From an optimization exercise on the open Yosys and OpenROAD flow, aimed at small area, a short achievable clock period and few clock cycles per item; shortcuts taken in it are not production practice.
Only simulation tests tie the RTL to the original design; equivalence was not proved.

== the reference run ==
==> flow/design.v (excerpt) <==
module hinge_cmp (
    input  wire        clk,
    input  wire        rst,
    input  wire        start,
    input  wire        clear,
    input  wire [23:0] clear_u,
    input  wire        form,
    input  wire        integ,
    input  wire [23:0] e_in,
    input  wire [23:0] b0,
    input  wire [23:0] b1,
    input  wire [23:0] b2,
    input  wire [23:0] b3,
    input  wire [23:0] a1,
    input  wire [23:0] a2,
    input  wire [23:0] a3,
    input  wire [5:0]  xb,
    input  wire [5:0]  xa,
    input  wire [5:0]  xe,
    input  wire [5:0]  xu,
    input  wire [23:0] u_min,
    input  wire [23:0] u_max,
    output wire        ready,
    output reg         done,
    output reg  [23:0] u_lim,
    output reg  [23:0] u_raw,
    output reg         sat,
    output reg         ovf,
    output reg         clamp
);
clock: 17.0 ns
lec_check: 0
abc_area: 1
cap_margin: 20
core_margin: 2
core_utilization: 40
place_density: 0.6
slew_margin: 20
run.sh (not shown) runs the stock make flow with config.mk's settings and CLKGATE_MAP_FILE= SYNTH_SCRIPT=/design/flow/synth_recipe.tcl, a recipe that flattens the netlist after the stock synthesis.
Looking at the reports, the reference run completed the entire flow and the layout it produced met the timing, design-rule and antenna checks.
Testbench counts of the reference run, summed over its fixed seeds: cycles 139,812, samples 23,233.
Input-level comparison between the trial run and the reference run:
Settings: CORE_UTILIZATION changed from 40 to 55; PLACE_DENSITY changed from 0.6 to 0.7.
Findings:
Between the trial run and the reference run, the total area of sequential cells does not differ in any meaningful way. The cell at the slowest stage of the critical path comes out sky130_fd_sc_hd__nand2_1 in one run and sky130_fd_sc_hd__inv_1 in the other, namely in the trial run and the reference run respectively. From the reference run to the trial run the numbers moved as follows: data required time at the worst endpoint went down by 0.05 ns, tightest slew margin relative to the limit dropped 1.9 points. Via total after detailed routing up 966 in the trial run wrt the reference run. Looking at final period demand of the worst path across both flows, the trial run is the stronger of the two, with the reference run trailing. Against the reference run, total wire length after detailed routing in the trial run fell by a few percent. Compared with the reference run, in the trial run last weighted congestion value of the routability-driven placer higher, cell count lower, final period utilization lower, number of standard-cell rows in the floorplan lower.

========
hinge_cmp, a different RTL version from the one above (not shown whole).
For scale: about 770 flip-flops, roughly 53000 um^2 of cells after synthesis.
export LEC_CHECK = 0
export ABC_AREA = 1
export CAP_MARGIN = 20
export CORE_MARGIN = 2
export CORE_UTILIZATION = 40
export CTS_CLUSTER_DIAMETER = 50
export CTS_CLUSTER_SIZE = 20
export PLACE_DENSITY = 0.6
export SLEW_MARGIN = 20
create_clock -name core_clock -period 17.0 [get_ports {clk}]
standard.sh (not shown) runs the stock make flow with config.mk's settings and CLKGATE_MAP_FILE= SYNTH_SCRIPT=/design/flow/synth_recipe.tcl, a recipe that flattens the netlist after the stock synthesis.
==> flow/flow/run.sh <==
#!/bin/bash
# The standard layout (the standard.sh, standard synthesis included), with
# repair_timing asked to keep a setup margin so the layout runs faster than
# the 17 ns constraint. Each step's full log is under orfs/logs; make's own
# output goes to flow_make.log.
set -uo pipefail
MARGIN=${MARGIN:-12.4}
bash standard.sh SETUP_SLACK_MARGIN=$MARGIN finish > flow_make.log 2>&1
Testbench counts at the start, summed over its fixed seeds: cycles 139,812, samples 23,233.
Then changed:
--- a/flow/flow/run.sh
+++ b/flow/flow/run.sh
@@ -6,3 +6,3 @@
 set -uo pipefail
-MARGIN=${MARGIN:-12.4}
+MARGIN=${MARGIN:-12.3}
 bash standard.sh SETUP_SLACK_MARGIN=$MARGIN finish > flow_make.log 2>&1
Settings changed: CTS_CLUSTER_DIAMETER 50 to default, CTS_CLUSTER_SIZE 20 to default.
The changed run went through all stages and came out clean.
Global-route usage is about the same.
Worst setup slack degrades by 0.055 ns.
Count of clock-buffer cells in the layout went up by 17.
Worst hold slack is worse by 0.019 ns.
Core utilization stays flat.
Then changed:
--- a/flow/flow/run.sh
+++ b/flow/flow/run.sh
@@ -6,3 +6,3 @@
 set -uo pipefail
-MARGIN=${MARGIN:-12.3}
+MARGIN=${MARGIN:-12.5}
 bash standard.sh SETUP_SLACK_MARGIN=$MARGIN finish > flow_make.log 2>&1
Design area increases by about 1.2%.
Final cell count increases by 0.33%.
Setup slack is better by 0.073 ns.
Global-route usage increases by 0.56 points.
Count of clock-buffer cells in the layout decreases by 13.
Sequential cell count does not change.
Clock skew increases by 0.013 ns.
Worst hold slack is about the same.
Then changed:
--- a/flow/flow/run.sh
+++ b/flow/flow/run.sh
@@ -6,3 +6,3 @@
 set -uo pipefail
-MARGIN=${MARGIN:-12.5}
+MARGIN=${MARGIN:-12.4}
 bash standard.sh SETUP_SLACK_MARGIN=$MARGIN finish > flow_make.log 2>&1
Settings changed: PLACE_DENSITY 0.6 to 0.5.
Outcome:
- clock skew climbs by 0.013 ns
- flip-flop and latch count does not change
- die area does not change
- global-route usage climbs by 0.95 points
- fmax drops by 0.35%
- worst hold slack is worse by 0.025 ns

========
== 11-09 ==
Another version of the RTL of hinge_cmp (not shown whole).
Size in the first run: about 760 flip-flops, about 350 I/O pins, about 52000 µm² of cells after synthesis.
clock: 17.0 ns
lec_check: 0
abc_area: 1
cap_margin: 20
core_margin: 2
core_utilization: 40
place_density: 0.6
slew_margin: 20
==> flow/flow/run.sh <==
#!/bin/bash
# The standard layout (the standard.sh, standard synthesis included), with
# repair_timing asked to keep a setup margin so the layout runs faster than
# the 17 ns constraint. Each step's full log is under orfs/logs; make's own
# output goes to flow_make.log.
set -uo pipefail
MARGIN=${MARGIN:-11}
bash standard.sh SETUP_SLACK_MARGIN=$MARGIN finish > flow_make.log 2>&1
11-09: full flow OK, the timing, design-rule and antenna checks passed
Testbench counts of 11-09, summed over its fixed seeds: cycles 139,812, samples 23,233.
The inputs of 02-17 differ from those of 11-09 as listed below.
==> flow/run.sh (new file) <==
#!/bin/bash
# synth_recipe.tcl (not shown) runs the flow's synth.tcl, then flattens the netlist and writes it again
# the make line also repeats each setting of config.mk as NAME=value (left out here)
make -C /OpenROAD-flow-scripts/flow DESIGN_CONFIG=/design/flow/config.mk WORK_HOME=/design/flow/orfs CLKGATE_MAP_FILE= SYNTH_SCRIPT=/design/flow/synth_recipe.tcl finish
removed: flow/flow/run.sh
removed: flow/standard.sh
Findings:
Status: number of nets in the layout parity (11-09, 02-17). Relative to 11-09, the setup clock skew after layout of 02-17 is lower by 0.0031 ns. On largest stage delay on the critical path, the higher figure sits with 02-17, not 11-09. 11-09 leaves more setup margin than 02-17. Run comparison: 02-17 critical path's slowest cell nand2_1; 11-09 critical path's slowest cell fa_1.

========
Another version of the RTL of hinge_cmp (not shown whole).
Size: about 7300 cells after synthesis, ~350 I/O pins, ~55000 um2 of cells after synthesis.
Design hinge_cmp, start of the top module:
module hinge_cmp (
    input  wire        clk,
    input  wire        rst,
    input  wire        start,
    input  wire        clear,
    input  wire [23:0] clear_u,
    input  wire        form,
    input  wire        integ,
    input  wire [23:0] e_in,
    input  wire [23:0] b0,
    input  wire [23:0] b1,
    input  wire [23:0] b2,
    input  wire [23:0] b3,
    input  wire [23:0] a1,
    input  wire [23:0] a2,
    input  wire [23:0] a3,
    input  wire [5:0]  xb,
    input  wire [5:0]  xa,
    input  wire [5:0]  xe,
    input  wire [5:0]  xu,
    input  wire [23:0] u_min,
    input  wire [23:0] u_max,
    output wire        ready,
    output reg         done,
    output reg  [23:0] u_lim,
    output reg  [23:0] u_raw,
    output reg         sat,
    output reg         ovf,
    output reg         clamp
);
clock: 17.0 ns
lec_check: 0
abc_area: 1
cap_margin: 20
core_margin: 2
core_utilization: 40
place_density: 0.6
slew_margin: 20
==> flow/flow/run.sh <==
#!/bin/bash
# The standard layout (the standard.sh, standard synthesis included), with
# repair_timing asked to keep a setup margin so the layout runs faster than
# the 17 ns constraint. Each step's full log is under orfs/logs; make's own
# output goes to flow_make.log.
set -uo pipefail
MARGIN=${MARGIN:-12.75}
bash standard.sh SETUP_SLACK_MARGIN=$MARGIN finish > flow_make.log 2>&1
Testbench counts at the start, summed over its fixed seeds: cycles 139,812, samples 23,233.
Next try:
--- a/flow/flow/run.sh
+++ b/flow/flow/run.sh
@@ -6,3 +6,3 @@
 set -uo pipefail
-MARGIN=${MARGIN:-12.75}
+MARGIN=${MARGIN:-12.5}
 bash standard.sh SETUP_SLACK_MARGIN=$MARGIN finish > flow_make.log 2>&1
CORE_UTILIZATION = 50   (was 40)
PLACE_DENSITY = 0.7   (was 0.6)
The new run passed the timing, design-rule and antenna checks.
Final cell count falls by 5.2%.
Global-route usage rises by 4.3 points.
Synthesized area is unchanged.
Next try:
CORE_UTILIZATION = 40   (was 50)
PLACE_DENSITY = 0.6   (was 0.7)
Result: Final cell count went up by a few percent. Wire length went up by a few percent. Critical path depth went down by 15.

========
Setup of before:
Another version of the RTL of hinge_cmp (not shown whole).
Size: about 7700 cells after synthesis, roughly 770 flip-flops, roughly 350 I/O pins, about 62000 sq um of cells after synthesis.
Design hinge_cmp, start of the top module:
module hinge_cmp (
    input  wire        clk,
    input  wire        rst,
    input  wire        start,
    input  wire        clear,
    input  wire [23:0] clear_u,
    input  wire        form,
    input  wire        integ,
    input  wire [23:0] e_in,
    input  wire [23:0] b0,
    input  wire [23:0] b1,
    input  wire [23:0] b2,
    input  wire [23:0] b3,
    input  wire [23:0] a1,
    input  wire [23:0] a2,
    input  wire [23:0] a3,
    input  wire [5:0]  xb,
    input  wire [5:0]  xa,
    input  wire [5:0]  xe,
    input  wire [5:0]  xu,
    input  wire [23:0] u_min,
    input  wire [23:0] u_max,
    output wire        ready,
    output reg         done,
    output reg  [23:0] u_lim,
    output reg  [23:0] u_raw,
    output reg         sat,
    output reg         ovf,
    output reg         clamp
);
Settings: LEC_CHECK=0, CAP_MARGIN=20, CORE_MARGIN=2, CORE_UTILIZATION=40, PLACE_DENSITY=0.6, SLEW_MARGIN=20; clock period 17.0 ns.
==> flow/flow/run.sh <==
#!/bin/bash
# The standard layout (the standard.sh, standard synthesis included), with
# repair_timing asked to keep a setup margin so the layout runs faster than
# the 17 ns constraint. Each step's full log is under orfs/logs; make's own
# output goes to flow_make.log.
set -uo pipefail
MARGIN=${MARGIN:-12.5}
bash standard.sh SETUP_SLACK_MARGIN=$MARGIN finish > flow_make.log 2>&1
Testbench counts of before, summed over its fixed seeds: cycles 139,812, samples 23,233.
Input-level comparison between after and before:
diff --git a/flow/config.mk b/flow/config.mk
--- a/flow/config.mk
+++ b/flow/config.mk
@@ -6,4 +6,5 @@
 export NUM_CORES = 4
 export LEC_CHECK = 0
+export ABC_AREA = 1
 export CAP_MARGIN = 20
 export CORE_MARGIN = 2
## What came out
- Re total negative slack: no difference whatsoever between before and after.
- Final instance area in after is about 20% lower than in before
- Diff before -> after: instance area at placement shrank by 8600 sq um, layout buffering overhead excluding clock cells -3.3 points.
- Setup slack after layout was lower in before than in after.

## what the ideal ports hide
The flow's constraints put no driver on any port. The routed layouts listed below were extracted and timed again, unchanged, in two steps.
Step 1 sets driving cells, clkbuf_16 on the clock port and buf_2 on the other inputs (assumed; they add their load-dependent delay and slew).
Step 2 moves the port delays by t, midway between the first and last clock arrival at a register: inputs arrive t later, outputs are due t later. That takes back most of the time a late clock gives input paths.
a / b / c = ideal ports / drivers / drivers and shift; a / b = the first two.
run	t, ns	setup WS [ns]	worst slew at a driven data input, ns
the reference run	0.789	10.362 / 10.362 / 10.362	0.10
the trial run	0.742	10.410 / 10.410 / 10.410	0.13
the first run of note 2	0.776	12.397 / 12.321 / 11.999	0.09
the second run of note 2	0.773	12.342 / 12.267 / 12.010	0.09
the third run of note 2	0.762	12.415 / 12.340 / 12.200	0.09
the fourth run of note 2	0.790	12.399 / 12.315 / 12.161	0.11
11-09	0.777	11.155 / 11.155 / 11.052	0.11
02-17	0.776	8.894 / 8.894 / 8.894	0.10
the first run of note 4	0.787	12.448 / 12.362 / 12.231	0.12
the second run of note 4	0.754	12.427 / 12.386 / 12.427	0.10
the third run of note 4	0.790	12.438 / 12.362 / 12.153	0.12
before	0.793	11.927 / 11.927 / 11.927	0.07
after	0.766	12.438 / 12.362 / 12.015	0.09
After both steps setup and hold are still met in every run listed. For after, which loses most, drivers alone change the setup slack by -0.076 ns; drivers and shift together by -0.423 ns.
